From an optimization exercise on the open Yosys and OpenROAD flow, aimed at small area, a short achievable clock period and few clock cycles per item; shortcuts taken in it are not production practice. In this exercise RTL edits were held to simulation tests only and were not proved equivalent to the original.

==> flow/design.v (outline; a module is shown in full before it is edited, if it fits) <==
// module lys_comp: 163 lines
// module lys_mul: 2632 lines
module lys_comp (
    input  wire        clk,
    input  wire        rst,
    input  wire        start,
    input  wire        clear,
    input  wire        handover,
    input  wire        form,       
    input  wire        unwind,
    input  wire [31:0] r,
    input  wire [31:0] y,
    input  wire [31:0] u0,
    input  wire [31:0] b0,
    input  wire [31:0] b1,
    input  wire [31:0] b2,
    input  wire [31:0] a1,
    input  wire [31:0] a2,
    input  wire [31:0] ki,
    input  wire [31:0] umin,
    input  wire [31:0] umax,
    input  wire [31:0] imin,
    input  wire [31:0] imax,
    output reg         done,
    output reg  [31:0] u,
    output reg         sat
);
  // ...
==> flow/flow/run.sh <==
#!/bin/bash
# Own layout flow: the standard synthesis and ORFS layout unchanged, except
# that
#  - timing repair (floorplan, CTS, global route) is asked for a setup slack
#    of SETUP_SLACK_MARGIN ns, so the design is sized for a shorter period
#    than the clock's;
#  - every port still gets its buffer, but a plain buf_1 (upsized by repair where needed) instead of the
#    delay-buffer cell buffer_ports picks by default.
# Each step's full output goes to a log file here.
set -uo pipefail
export SETUP_SLACK_MARGIN=15.5
export BUFFER_PORTS_ARGS="-buffer_cell sky130_fd_sc_hd__buf_1"
bash standard.sh synth > log_synth.txt 2>&1 || exit 1
bash standard.sh finish > log_finish.txt 2>&1 || exit 1
==> flow/standard.sh <==
#!/bin/bash
# synth_recipe.tcl (not shown) runs the flow's synth.tcl, then flattens the netlist and writes it again
# the make line also repeats each setting of config.mk as NAME=value (left out here)
make -C /OpenROAD-flow-scripts/flow DESIGN_CONFIG=/design/flow/config.mk WORK_HOME=/design/flow/orfs CLKGATE_MAP_FILE= SYNTH_SCRIPT=/design/flow/synth_recipe.tcl "${@:-finish}"
==> flow/config.mk <==
export PLATFORM = sky130hd
export DESIGN_NAME = lys_comp
export DESIGN_NICKNAME = lys_comp
export VERILOG_FILES = /design/flow/design.v
export SDC_FILE = /design/flow/constraint.sdc
export NUM_CORES = 4
export LEC_CHECK = 0
export ABC_AREA = 1
export CAP_MARGIN = 20
export CORE_MARGIN = 2
export CORE_UTILIZATION = 50
export PLACE_DENSITY = 0.7
export SLEW_MARGIN = 20
==> flow/constraint.sdc <==
create_clock -name core_clock -period 21.0 [get_ports {clk}]
set_input_delay 4.2000 -clock core_clock [delete_from_list [all_inputs] [get_ports {clk}]]
set_output_delay 4.2000 -clock core_clock [all_outputs]
set_load 0.01 [all_outputs]
==> flow_summary_export.csv, run 1 <==
group,metric,value,unit
run_status,outcome,"complete, no violations",
place,place.gp.congestion,1.13,
timing,worst_pin_slew,1.25,ns
route,wirelength,297,mm
run,cap_violations,0,
cells_and_area,multi_input_area_share,61.2,%
route,met2_length,122,mm
route,vias_per_cell,6.34,
timing,fin_crit,5.49,ns
die,placeableCoreArea,0.121,mm^2
logic_synthesis,yosys_warnings,1,
route,wl_per_cell,30.3,um
cells_and_area,largest_reg_flops,64,
place,dp_hpwl,222,mm
global_routing,grt_use_met1,54.1,%
logic_synthesis,syn_nets,9152,
route,drc_errors,0,
cells_and_area,multi_input_area,0.0417,mm^2
logic_synthesis,synth_top_flop_cell,"dfxtp_1",
timing,holdWs,0.468,ns
global_routing,use_met3,16.2,%
cells_and_area,n_sequential_cell,666,
setup_path,critical_path_class,"flip-flop to flip-flop",
route,drtPass1Iterations,10,
cells_and_area,n_all_inverters,1037,
setup_path,critPathMostFrequentCell,"fa_1",
place,place_inst,9622,
setup_path,crit_buf_inv,5,
global_routing,antenna_found_initial,20,
cells_and_area,final_util,56.1,%
setup_path,r2r_start,"sm_h2$_DFF_P_",
setup_path,path_max_fanout,33,
Testbench counts, summed over its fixed seeds: cycles 19,330, steps 1,920.
==> run 2, diff against run 1 <==
--- a/flow/config.mk
+++ b/flow/config.mk
@@ -9,5 +9,6 @@
 export CAP_MARGIN = 20
 export CORE_MARGIN = 2
 export CORE_UTILIZATION = 50
-export PLACE_DENSITY = 0.7
+export CTS_CLUSTER_DIAMETER = 60
+export CTS_CLUSTER_SIZE = 30
 export SLEW_MARGIN = 20
==> flow_summary_export.csv, run 2 <==
group,metric,value,unit
cells_and_area,regMostFlops,"acc",
global_routing,grt_start_max_net_pins,100,
logic_synthesis,synth.distinct_cells,63,
setup_path,crit_path_cell_trace,"buf_2",
logic_synthesis,syn_nets,9152,
cells_and_area,final_cells,9796,
route,drc_errors,0,
worst_hold_path,min_path_type,"flip-flop to flip-flop",
route,drtAntennaViolNets,0,
setup_path,crit_buf_inv,1,
timing,slew_viol_final,0,
logic_synthesis,synth_area_per_cell,7.73,um^2
setup_path,startpoint_type,"flip-flop",
cts,root_buffer,"clkbuf_16",
logic_synthesis,yosysTopAreaCellShare,17.6,%
cells_and_area,final_common_cell,"nand2_1",
place,place.gp.congestion,1.09,
global_routing,antenna_found_initial,17,
cts,cts_max_path_buffers,3,
route,drtPass1Iterations,7,
cts,worstSkewPairLatency,0.75,ns
logic_synthesis,yosys.area.top_type,"dfxtp_1",
cts,cts_made_buffers,80,
global_routing,overflow,0,
setup_path,crit_family,"flip-flops",
cells_and_area,final_cell_mix,"1,435 x nand2_1, 980 x inv_1, 596 x xor2_1, 526 x dfxtp_1, 505 x o22ai_1",
logic_synthesis,synthTopCellsByCount,"1,442 x nand2_1, 1,006 x inv_1, 616 x xor2_1, 535 x dfxtp_1, 519 x o22ai_1",
logic_synthesis,yosys_warnings,1,
timing,finalCritPeriodShare,26.0,%
place,dp_hpwl,214,mm
cells_and_area,area_growth,12.0,%
route,drt_iter0_markers,7470,
logic_synthesis,synth_cells,7893,
logic_synthesis,synth_most_common_cell,"nand2_1",
logic_synthesis,ys_seq_area_share,24.0,%
timing,worst_clock_skew,0.0677,ns
cts,cts_tree,"done",
logic_synthesis,ys_top_cells_by_area,"dfxtp_1 18%, fa_1 16%, nand2_1 8.9%",
logic_synthesis,synth-seq-cells,666,
place,port_buffers,456,
timing,tns,0,ns
cells_and_area,n_fill_cell,11619,
die,die_y,353,um
setup_path,r2r_start,"ai$_DFF_P_",
timing,timing.fmax,183,MHz
timing,relSlewSlack,11.5,%
timing,finalHoldViolCount,0,
cells_and_area,seq_area,0.0147,mm^2
cells_and_area,reg.largest.list,"acc: 64 flops, ps: 63 flops, pc: 62 flops",
cells_and_area,drive_gt1_share,6.42,%
timing,worst_pin_slew,1.31,ns
cts,cts.sinks,666,
setup_path,crit_start,"u[11]$_DFF_P_",
cells_and_area,largest_reg_flops,64,
global_routing,grt_pass1_wl,405,mm
logic_synthesis,synth-async-reset-ratio,0,%
timing,setup_viol,0,
cts,ctsHoldBuffers,0,
worst_hold_path,worstHoldStart,"e1[3]$_SDFFE_PP0P_",
logic_synthesis,synth_area,0.0610,mm^2
setup_path,arrival,1.26,ns
die,rows,128,
global_routing,grt_pass1_vias,59486,
timing,rsz0062_at_grt,"yes",
cells_and_area,final_util,56.3,%
cts,cts-htree-levels,3,
die,start_util,50.3,%
logic_synthesis,synth_top_flop_cell,"dfxtp_1",
die,pin_count,457,
place,place_inst,9623,
setup_path,cp-end-kind,"primary output",
setup_path,cpPeakStageDelay,0.37,ns
global_routing,track_usage,44.4,%
die,die_area,0.125,mm^2
route,wl_per_cell,29.1,um
setup_path,critical_path_class,"flip-flop to primary output",
run_status,outcome,"complete, no violations",
die,placeableCoreArea,0.121,mm^2
setup_path,path_max_fanout,1,
setup_path,required,16.80,ns
setup_path,cpMaxStageDelayCell,"dfxtp_1",
die,dieWidth,353,um
route,vias_per_cell,6.21,
cts,clk_pin_slew,0.08,ns
run,cap_violations,0,
timing,fin_crit,5.46,ns
route,wirelength,285,mm
logic_synthesis,synth-edff-count,131,
cells_and_area,nets,9349,
route,num_vias,60812,
cells_and_area,multi_input_area,0.0417,mm^2
==> run 2: cell counts after synthesis <==
No cell type changed its count.
==> run 2: metrics by stage <==
stage	setup slack (ns)	area, um^2	hold slack, ns
after global routing	15.48	68300	0.463
after floorplan	15.70	61000	0.429
after CTS	15.39	67900	0.450
after detailed placement	14.67	64700	0.456
final	15.54	68400	0.449
after global placement	14.69	64700	0.453
==> run 2: cell families (layout without fill, tap and decap cells) <==
| kind of cell | Yosys count | count (layout) | synth area share (%) |
|---|---|---|---|
| AO/OA/AOI/OAI | 1786 | 1786 | 17.1 |
| buffers and inverters | 1501 | 1765 | 9.45 |
| XOR/XNOR | 665 | 665 | 9.67 |
| other | 0 | 13 | 0 |
| flip-flops | 666 | 666 | 24.0 |
| adder cells (fa/ha/maj) | 836 | 836 | 23.0 |
| multiplexers | 3 | 3 | 0.0492 |
| AND/OR/NAND/NOR | 2436 | 2437 | 16.7 |
==> run 2: worst paths after layout <==
path | cells past startpoint | slack, ns | endpoint
setup reg to reg | 20 | 15.60 | q[3]$_DFF_P_
hold / removal | 2 | 0.45 | e2[3]$_SDFFE_PP0P_
setup / recovery | 1 | 15.54 | u[11]
hold reg to reg | 2 | 0.45 | e2[3]$_SDFFE_PP0P_
==> run 2: timing repair <==
item	4_1_cts	5_1_grt
buffers inserted	7	1
pin swaps	1	2
endpoints found under the hold margin	0	0
gates resized for setup	43	138
setup endpoints to repair	193	211
gates cloned	0	2
==> run 2: cell type report <==
cell class	instances	share of cell area, %
Clock inverter	62	1.30
Timing Repair Buffer	579	4.33
Multi-Input combinational cell	5727	61.0
Inverter	1035	5.75
Sequential cell	666	21.5
Timing Repair inverter	1	0.0110
Clock buffer	88	3.10
Tap cell	1625	2.97
Antenna cell	13	0.0476
==> run 2: routing by layer <==
layer | vias to the layer above | global-route usage, % | share of wire (%)
met5 | - | 0 | 0.028
met4 | 8 | 33.7 | 9.2
met3 | 1215 | 11.0 | 11
met2 | 4289 | 68.7 | 44
met1 | 28807 | 53.2 | 36
li1 | 26493 | - | -

==> afterwards: timing with drivers on the ports <==
In the flow no input, the clock included, has a driving cell. The finished layouts below were timed again as built, in two steps. Step 1: set_driving_cell puts a clkbuf_16 on clk and a buf_2 on each other input, an assumption about the parent block. Step 2 adds t to the input delays and takes it off the output delays; t is the mean of the earliest and latest rising clock arrival at the registers after step 1. Input paths then give back, and output paths get back, about the clock's delay inside the block. Three values: no drivers, after step 1, after step 2; two values: the first two.
run	t, ns	setup slack, ns	worst setup path after step 2	slew at the worst register clock pin (ns)
run 1	0.818	15.510 / 15.436 / 15.131	input to register	0.07 / 0.07
run 2	0.803	15.537 / 15.451 / 15.600	register to register	0.09 / 0.09
After both steps every run listed still meets setup and hold. The setup slack of run 1, which loses most, moves by -0.074 ns with the drivers and by -0.379 ns with both steps.
